This is an optimization exercise on Yosys and OpenROAD, whose aim is small area, a short achievable clock period and few clock cycles per item, not a production implementation.
At most, simulation tests tie the RTL to the original design; equivalence was not proved.
Function not checked in run 1: the RTL went through the layout flow alone.
No activity file was given, so power comes from the tool's default toggle rates.

==> flow/design.v, too long to show whole: its modules and the start of the top module <==
// module m960_conv_enc: 54 lines
// module m960_xacc_lane: 3885 lines
module m960_xacc_lane (
    input  wire        clk,
    input  wire        rst,         
    input  wire        in_valid,
    output wire        in_ready,
    input  wire [5:0]  in_op,
    input  wire [1:0]  in_n,        
    input  wire [63:0] in_a,        
    input  wire [31:0] in_b,        
    output wire        out_valid,
    output wire [63:0] out_data
);
  // ...
==> flow/run.sh <==
#!/bin/bash
# synth_recipe.tcl (not shown) runs the flow's synth.tcl, then flattens the netlist and writes it again
# the make line also repeats each setting of config.mk as NAME=value (left out here)
make -C /OpenROAD-flow-scripts/flow DESIGN_CONFIG=/design/flow/config.mk WORK_HOME=/design/flow/orfs CLKGATE_MAP_FILE= SYNTH_SCRIPT=/design/flow/synth_recipe.tcl finish
==> flow/config.mk <==
export PLATFORM = sky130hd
export DESIGN_NAME = m960_xacc_lane
export DESIGN_NICKNAME = m960_xacc_lane
export VERILOG_FILES = /design/flow/design.v
export SDC_FILE = /design/flow/constraint.sdc
export NUM_CORES = 4
export LEC_CHECK = 0
export CAP_MARGIN = 20
export CORE_MARGIN = 2
export CORE_UTILIZATION = 40
export SLEW_MARGIN = 20
==> flow/constraint.sdc <==
create_clock -name core_clock -period 15.0 [get_ports {clk}]
set_input_delay 3.0000 -clock core_clock [delete_from_list [all_inputs] [get_ports {clk}]]
set_output_delay 3.0000 -clock core_clock [all_outputs]
set_load 0.01 [all_outputs]
==> flow_summary.ini, run 1 <==
[global_routing]
gr-usage-met1_pct = 32.20
grt_max_degree = 53
busiest_layer = met2

[finish]
largest_register_ffs = 72
regMostFlops = p2
nClkBuffers = 143

[yosys]
ys_seq_area_share_pct = 35.32
synth_commonest_cells = a22oi_1, dfxtp_1, fa_1
synth_simple_gate_area_share_pct = 7.004
yosys_warnings = 2
synth-async-reset-ratio_pct = 0
synth_compound_area_share_pct = 18.04
synth_xor_area_share_pct = 12.04

[timing]
finalWorstSetupSlack_ns = 8.484
hold_viol = 0
fin_skew_ns = 0.04729
whs_ns = 0.3142

[worst_setup_path]
crit_path_end = a0[22]
r2r-start = sel3[1]
path_max_fanout = 52
critPathArrivalTime_ns = 7.12
crit_path_start_kind = primary input

[min_path]
min_path_cells = 0
hold_class = register to register

[route]
routedWlPerCell_um = 24.67
drc = 0
vias_per_cell = 5.827
antenna_left = 0
met3WireLength_um = 21350

[floorplan]
coreArea_um2 = 162600
ios = 173

[clock_network]
cts_root_buffer = clkbuf_16
cts_hold_buf = 0

[place]
placedInstanceArea_um2 = 68930

[status]
status = complete, no violations

[pwr]
p_clk_share_pct = 37.4
p_seq_uw = 3050
==> inputs of run 2 (changes only) <==
--- a/flow/design.v
+++ b/flow/design.v
@@ -3924,16 +3924,19 @@
     wire        sat_n = rnd3 ? (x95 && (!(&xh_sel[46:20]) || (!xh_sel[19] && !(ones3 && &xh_sel[18:0]))))
                              : (big3 && s3);
     wire [39:0] rsum  = {sh[19:0], sl3[19:1], sl3[0] && !tie3};
     wire        up    = sh[4];
     wire [7:0]  be    = (sh[4] || sh[3]) ? ((up ? 8'd135 : 8'd134) - {2'b0, c3}) : 8'd0;
     wire [31:0] lf    = {s3, be, up ? 23'd0 : rsum[22:0]};
     reg        ov;
     reg [39:0] oy;
+    reg  [1:0] oys;        
     always @(posedge clk) begin
-        ov <= res3 && !rst;
-        oy <= sat_p ? 40'h7F_FFFF_FFFF : sat_n ? 40'h80_0000_0000 :
-              ltf3  ? {8'd0, lf} : rsum;
+        ov     <= res3 && !rst;
+        oy     <= sat_p ? 40'h7F_FFFF_FFFF : sat_n ? 40'h80_0000_0000 :
+                  ltf3  ? {8'd0, lf} : rsum;
+        oys[0] <= !sat_p && (sat_n || (!ltf3 && rsum[39]));
+        oys[1] <= sat_n || (!sat_p && !ltf3 && rsum[39]);
     end
     assign out_valid = ov;
-    assign out_data  = {{24{oy[39]}}, oy};
+    assign out_data  = {{8{oys[1]}}, {8{oys[0]}}, {8{oy[39]}}, oy};
 endmodule
==> flow/flow/run.sh (new file) <==
#!/bin/bash
set -euo pipefail
bash standard.sh synth > standard_synth.log 2>&1
export SETUP_SLACK_MARGIN=10.7
export BUFFER_PORTS_ARGS="-buffer_cell sky130_fd_sc_hd__buf_2"
bash standard.sh finish > standard_finish.log 2>&1
==> flow/standard.sh (new file) <==
#!/bin/bash
# synth_recipe.tcl (not shown) runs the flow's synth.tcl, then flattens the netlist and writes it again
# the make line also repeats each setting of config.mk as NAME=value (left out here)
make -C /OpenROAD-flow-scripts/flow DESIGN_CONFIG=/design/flow/config.mk WORK_HOME=/design/flow/orfs CLKGATE_MAP_FILE= SYNTH_SCRIPT=/design/flow/synth_recipe.tcl "${@:-finish}"
removed: flow/run.sh
==> run 2 against run 1 <==
Final cell count grew 2.5%. Highest routed layer unchanged. Still clean on timing, DRC and antenna. Register-to-register slack gained 1.4 ns. Global-route usage grew 0.40 points. Via count grew 3.4%. Worst setup slack gained 1.8 ns. First-iteration DRC count grew 4.5%. Area after synthesis grew 0.54%.
==> flow_summary.ini, run 2 <==
[status]
status = complete, no violations

[yosys]
yosysTopAreaCellShare_pct = 17.66
synth_area_um2 = 65750
synth_mux_area_share_pct = 0.2169
synth-async-reset-ratio_pct = 0
synth_nets = 7297
synth_adder_area_share_pct = 21.43
synth-main-ff-cell = dfxtp_1
yosysTopAreaCell = dfxtp_1
synth_commonest_cells = a22oi_1, dfxtp_1, fa_1
ys_seq_area_share_pct = 35.19
synth_cell_types = 91
synth_simple_gate_area_share_pct = 7.067
synth_compound_area_share_pct = 18.25
synth-edff-count = 384
yosys.cell_count.top_type = a22oi_1
syn-instance-count = 6397
ys_top_cells_by_area = dfxtp_1, edfxtp_1, fa_1
yosys_warnings = 2
synth_top_family_by_area = adder cells
syn_area_per_cell_um2 = 10.28
ys_seq_elements = 964
synth_xor_area_share_pct = 11.80

[clock_network]
htreeDepth = 3
clkSinkCount = 964
clk_latency_ns = 0.74
clk_pin_slew_worst_paths_ns = 0.06
cts_tree = yes
cts_hold_buf = 0
cts_root_buffer = clkbuf_16
max-clock-path-buffers = 3
numCtsBuffers = 105

[worst_setup_path]
worstPathCellList = buf_12 > buf_16 > or4_4 > o21ai_4 > nand2_4 > nor2_4 > nand2_4 > nor2_4 > o21ai_4 > nand2b_4 > buf_12 > nand2_8 > o22ai_2 > a22o_1
slowest_delay_ns = 0.51
path_max_fanout = 6
cp.required_ns = 15.59
critPathArrivalTime_ns = 5.29
crit_family = simple AND/OR/NAND/NOR gates
cp_slowest_cell = or4_4
cp_num_buf_inv = 3
crit_path_start_kind = primary input
crit_type = primary input to register
end_kind = register

[global_routing]
antenna_found_initial = 8
grt_max_degree = 58
grt_pass1_vias = 51600
overflow = 0
grt_pass1_wl_um = 321600
grtUsageTotal_pct = 24.87

[finish]
nets = 7246
area_growth_pct = 15.42
mostFrequentLayoutCell = a22oi_1
layout_common_cells = a22oi_1, fa_1, dfxtp_1
layout-drive-gt1-share_pct = 14.96
largest_register_ffs = 72
post-route-util_pct = 46.57
regMostFlops = p2
finalInstanceArea_um2 = 75900

[place]
gp_congestion = 0.9261
port_buffers = 147
hpwlAfterDp_um = 133600
placedInstanceArea_um2 = 68760

[pwr]
intPower_uw = 5205
p_per_area_nw_per_um2 = 97.32
seqPwrFrac_pct = 41.7
p_sw_uw = 2182
p_clk_share_pct = 38.7
sw_frac_of_total_pct = 29.54
power.total_uw = 7387
p_leak_uw = 0.03044
ir_drop_v = 0.0001129
p_comb_share_pct = 19.6

[timing]
period_needed_ns = 4.693
max_freq_mhz = 213.1
worst_pin_slew_ns = 1.117
fin_skew_ns = 0.03368
rsz0062_at_grt = yes
tns_ns = 0
setup_viol = 0
maxSlewHeadroom_pct = 25.27
finalCritPeriodShare_pct = 31.28
slew_violations = 0
hold_viol = 0

[floorplan]
coreArea_um2 = 163000
dieArea_um2 = 167600
die_w_um = 409.4
start_util_pct = 40.35
ios = 173
rows = 148
die_h_um = 409.4

[min_path]
hold_class = register to register

[route]
first_pass_iters = 8
routed_wl_um = 214000
antenna_left = 0
vias = 50640
drt_iter0_markers = 5459
drc = 0
vias_per_cell = 5.878
routedWlPerCell_um = 24.84

[run]
drv_cap = 0
==> run 2: timing repair <==
action | 4_1_cts | 5_1_grt
gates resized for setup | 243 | 240
gates cloned | 9 | 4
endpoints found under the setup margin | 372 | 233
pin swaps | 73 | 130
setup buffers | 59 | 47
==> run 2: final timing paths <==
path	startpoint	endpoint	slack [ns]	cells after the start
max	in_a[39]	a0[19]	10.31	14
min	p2[54]	ph3[6]	0.30	0
max reg2reg	a0[38]	tie1	10.66	19
min reg2reg	p2[54]	ph3[6]	0.30	0
==> run 2: layout make-up <==
class	count	area, um2
diodes	3	7.507
clock buffers	136	3035
clock inverters	63	889.6
fillers	14930	87060
inverters	481	1828
multi-input cells	4409	40960
flip-flops and latches	964	23220
well taps	2175	2721
repair buffers	384	3231
repair inverters	1	5.005
==> run 2: per-stage QoR <==
step | instances | worst slack [ns] | hold WS, ns
after detailed placement | 8295 | 8.471 | 0.3121
final | 8616 | 10.31 | 0.3043
after global placement | 8295 | 8.467 | 0.3118
after CTS | 8562 | 10.40 | 0.3056
after floorplan | 6397 | 9.895 | 0.3096
after global routing | 8614 | 10.26 | 0.3083
==> run 2: power groups by stage <==
stage | Sequential, uW | Clock, uW | Combinational (uW)
6_report | 3080 | 2860 | 1450
3_5_place_dp | 3130 | 0 | 1310
5_1_grt | 3100 | 3030 | 1560
3_3_place_gp | 3130 | 0 | 1290
4_1_cts | 3080 | 2920 | 1380
2_1_floorplan | 3120 | 0 | 894
==> run 2: cell families (layout without fill, tap and decap cells) <==
kind of cell | count (synthesis) | count (layout)
buffers and inverters | 1026 | 1065
other | 1 | 4
flip-flops | 964 | 964
adder cells (fa/ha/maj) | 793 | 793
multiplexers | 14 | 14
AND/OR/NAND/NOR | 980 | 981
AO/OA/AOI/OAI | 1733 | 1734
XOR/XNOR | 886 | 886
==> run 2: metal layers <==
layer	GRT usage [%]	up-vias	routed length, um
li1	-	22280	-
met5	0	-	82
met1	33.44	24980	88140
met2	37.90	2730	93400
met4	10.96	10	10360
met3	6.148	644	22070
Testbench counts of run 2, summed over its fixed seeds: cycles 32,040, ops 32,000.
==> inputs of run 3 (changes only) <==
==> flow/flow/run.sh (replaced) <==
#!/bin/bash
set -euo pipefail
bash standard.sh synth > standard_synth.log 2>&1
export SETUP_SLACK_MARGIN=10.3
export BUFFER_PORTS_ARGS="-buffer_cell sky130_fd_sc_hd__buf_2"
bash standard.sh finish > standard_finish.log 2>&1
==> run 3 against run 2 <==
Still clean. Register-to-register slack got worse by 0.27 ns. Flip-flop and latch count unchanged. Die area unchanged. Via count decreased by 0.39%. Critical path depth down 2. Final cell count shrank 0.79%. Clock power shrank 5%. Maximum frequency fell by 0.19%. Count of clock-buffer cells in the layout down 2. Critical path type unchanged. Critical endpoint is now b0[17]. Largest power group unchanged.
==> flow_summary.ini, run 3 <==
[status]
status = complete, no violations

[yosys]
yosys.cell_count.top_type = a22oi_1
ys_top_cells_by_area = dfxtp_1, edfxtp_1, fa_1
syn-instance-count = 6397
yosysTopAreaCell = dfxtp_1
yosysTopAreaCellShare_pct = 17.66
synth_commonest_cells = a22oi_1, dfxtp_1, fa_1
synth-edff-count = 384
ys_seq_area_share_pct = 35.19
synth_area_um2 = 65750
syn_area_per_cell_um2 = 10.28
synth-async-reset-ratio_pct = 0
ys_seq_elements = 964
synth-main-ff-cell = dfxtp_1
synth_cell_types = 91
yosys_warnings = 2
synth_nets = 7297

[place]
dp_cells = 8295
port_buffers = 147
gp_congestion = 0.9204
hpwlAfterDp_um = 132700
placedInstanceArea_um2 = 68730

[pwr]
ir_drop_v = 0.00009834
p_per_area_nw_per_um2 = 97.40
power.total_uw = 7163
p_leak_uw = 0.02964

[worst_setup_path]
cp_num_buf_inv = 2
end_kind = register
crit_family = simple AND/OR/NAND/NOR gates
worstPathCellList = buf_12 > buf_16 > or3_1 > o22ai_4 > nand2_4 > nor2_4 > nand2_4 > nor2_4 > o21ai_4 > nand2b_4 > o21ai_1 > a22o_1
cp_slowest_cell = o21ai_1
crit_path_start_kind = primary input
cp.required_ns = 15.65
slowest_delay_ns = 0.45
path_max_fanout = 9
crit_type = primary input to register
critPathArrivalTime_ns = 5.35

[clock_network]
numCtsBuffers = 104
clk_pin_slew_worst_paths_ns = 0.06
htreeDepth = 3
cts_tree = yes
cts_root_buffer = clkbuf_16
max-clock-path-buffers = 3
cts_hold_buf = 0
clkSinkCount = 964
clk_latency_ns = 0.75

[finish]
largest_register_ffs = 72
num-fill-cells = 15270
stdcell_count = 8548
layout-drive-gt1-share_pct = 11.39
nets = 7180
finalInstanceArea_um2 = 73550
area_growth_pct = 11.85
layout_common_cells = a22oi_1, dfxtp_1, fa_1
regMostFlops = p2
mostFrequentLayoutCell = a22oi_1

[floorplan]
ios = 173
start_util_pct = 40.35
dieArea_um2 = 167600
rows = 148
coreArea_um2 = 163000
die_h_um = 409.4
die_w_um = 409.4

[timing]
fin_skew_ns = 0.04298
slew_violations = 0
worst_pin_slew_ns = 1.067
tns_ns = 0
hold_viol = 0
maxSlewHeadroom_pct = 28.88
setup_viol = 0
max_freq_mhz = 212.7
rsz0062_at_grt = yes
finalCritPeriodShare_pct = 31.34
period_needed_ns = 4.702

[route]
drt_iter0_markers = 5832
vias_per_cell = 5.902
routed_wl_um = 210700
routedWlPerCell_um = 24.65
vias = 50450
first_pass_iters = 8
drc = 0
antenna_left = 0

[global_routing]
grt_max_degree = 56
grt_pass1_vias = 50900
grt_pass1_wl_um = 318000
grtUsageTotal_pct = 24.65
antenna_found_initial = 7
overflow = 0

[min_path]
hold_class = register to register

[run]
drv_cap = 0
[run 3: cell counts after synthesis]
No cell type changed its count.
[run 3: logic make-up (layout without fill, tap and decap cells)]
group | after synthesis | count (layout) | share of synthesized area, %
flip-flops | 964 | 964 | 35.19
buffers and inverters | 1026 | 999 | 6.042
other | 1 | 2 | 0.005703
AND/OR/NAND/NOR | 980 | 981 | 7.067
adder cells (fa/ha/maj) | 793 | 793 | 21.43
XOR/XNOR | 886 | 886 | 11.80
multiplexers | 14 | 14 | 0.2169
AO/OA/AOI/OAI | 1733 | 1734 | 18.25
[run 3: layout make-up]
cell class / count / area, um2 / share of cell area (%)
multi-input cells: 4409 / 39830 / 54.16
inverters: 481 / 1810 / 2.462
repair inverters: 1 / 5.005 / 0.006805
flip-flops and latches: 964 / 23190 / 31.53
diodes: 1 / 2.502 / 0.003402
well taps: 2175 / 2721 / 3.700
clock buffers: 134 / 2888 / 3.926
clock inverters: 64 / 817.0 / 1.111
repair buffers: 319 / 2277 / 3.096
[run 3: through the flow]
step	utilization (%)	setup WS, ns	hold WS (ns)
finish	45.13	10.30	0.3229
global route	45.13	10.23	0.3236
CTS	44.78	10.29	0.3231
detailed placement	42.18	8.435	0.3121
global placement	42.18	8.470	0.3108
floorplan	-	9.895	0.3096
[run 3: power breakdown]
group,total (uW),switching (uW),internal (uW)
clock,2710,1140,1580
combinational,1380,895,483
sequential,3070,86.3,2990
[run 3: worst reg2reg max path: stages (launching register included)]
cell and delay, ns:
dfxtp_1 0.32, fa_1 0.58, fa_1 0.51, ha_1 0.42, and2_1 0.22, nand3_1 0.12, o221ai_1 0.15, a21oi_1 0.28
o21ai_0 0.21, a211oi_2 0.34, o21ai_0 0.16, a21oi_2 0.24, a21oi_1 0.17, a211oi_2 0.34, o211ai_1 0.15, a31oi_1 0.22
xnor2_1 0.14
[run 3: layer usage]
layer / track usage, % / share of wire [%] / vias up
li1: - / - / 22140
met1: 33.08 / 41 / 24800
met2: 37.43 / 44 / 2861
met3: 6.712 / 11 / 639
met4: 10.32 / 4.7 / 6
met5: 0 / 0.016 / -
[run 3: repair_timing]
action / 4_1_cts / 5_1_grt
gates resized for setup: 59 / 90
setup buffers: 19 / 27
setup endpoints to repair: 174 / 170
gates cloned: 6 / 2
endpoints found under the hold margin: 0 / 0
pin swaps: 23 / 33
[run 3: worst paths after layout]
check                               from     end  slack (ns)  cells past startpoint
worst min register to register    p2[55]  ph3[7]        0.32                      0
worst min-delay path              p2[55]  ph3[7]        0.32                      0
worst max-delay path            in_a[39]  b0[17]       10.30                     12
worst max register to register     t25_0  p2[71]       10.39                     16

[separate check: timing with driven ports]
In the flow no input, the clock included, has a driving cell. The finished layouts below were timed again as built, in two steps.
Step 1, drivers: a clkbuf_16 drives clk and a buf_2 each remaining input, both assumed.
Step 2 also shifts input and output timing later by t, the mid clock arrival at the registers, as if the neighbouring blocks saw the same clock.
a / b / c = no drivers / after step 1 / after step 2; a / b = the first two.
run | t (ns) | setup WS [ns] | worst register clock-pin slew, ns
run 1 | 0.810 | 8.484 / 8.549 / 7.739 | 0.07 / 0.07
run 2 | 0.804 | 10.307 / 10.343 / 9.538 | 0.07 / 0.07
run 3 | 0.808 | 10.298 / 10.328 / 9.520 | 0.07 / 0.07
After both steps setup and hold are still met in every run listed. The setup slack of run 3, which loses most, moves by +0.030 ns with the drivers and by -0.778 ns with both steps.
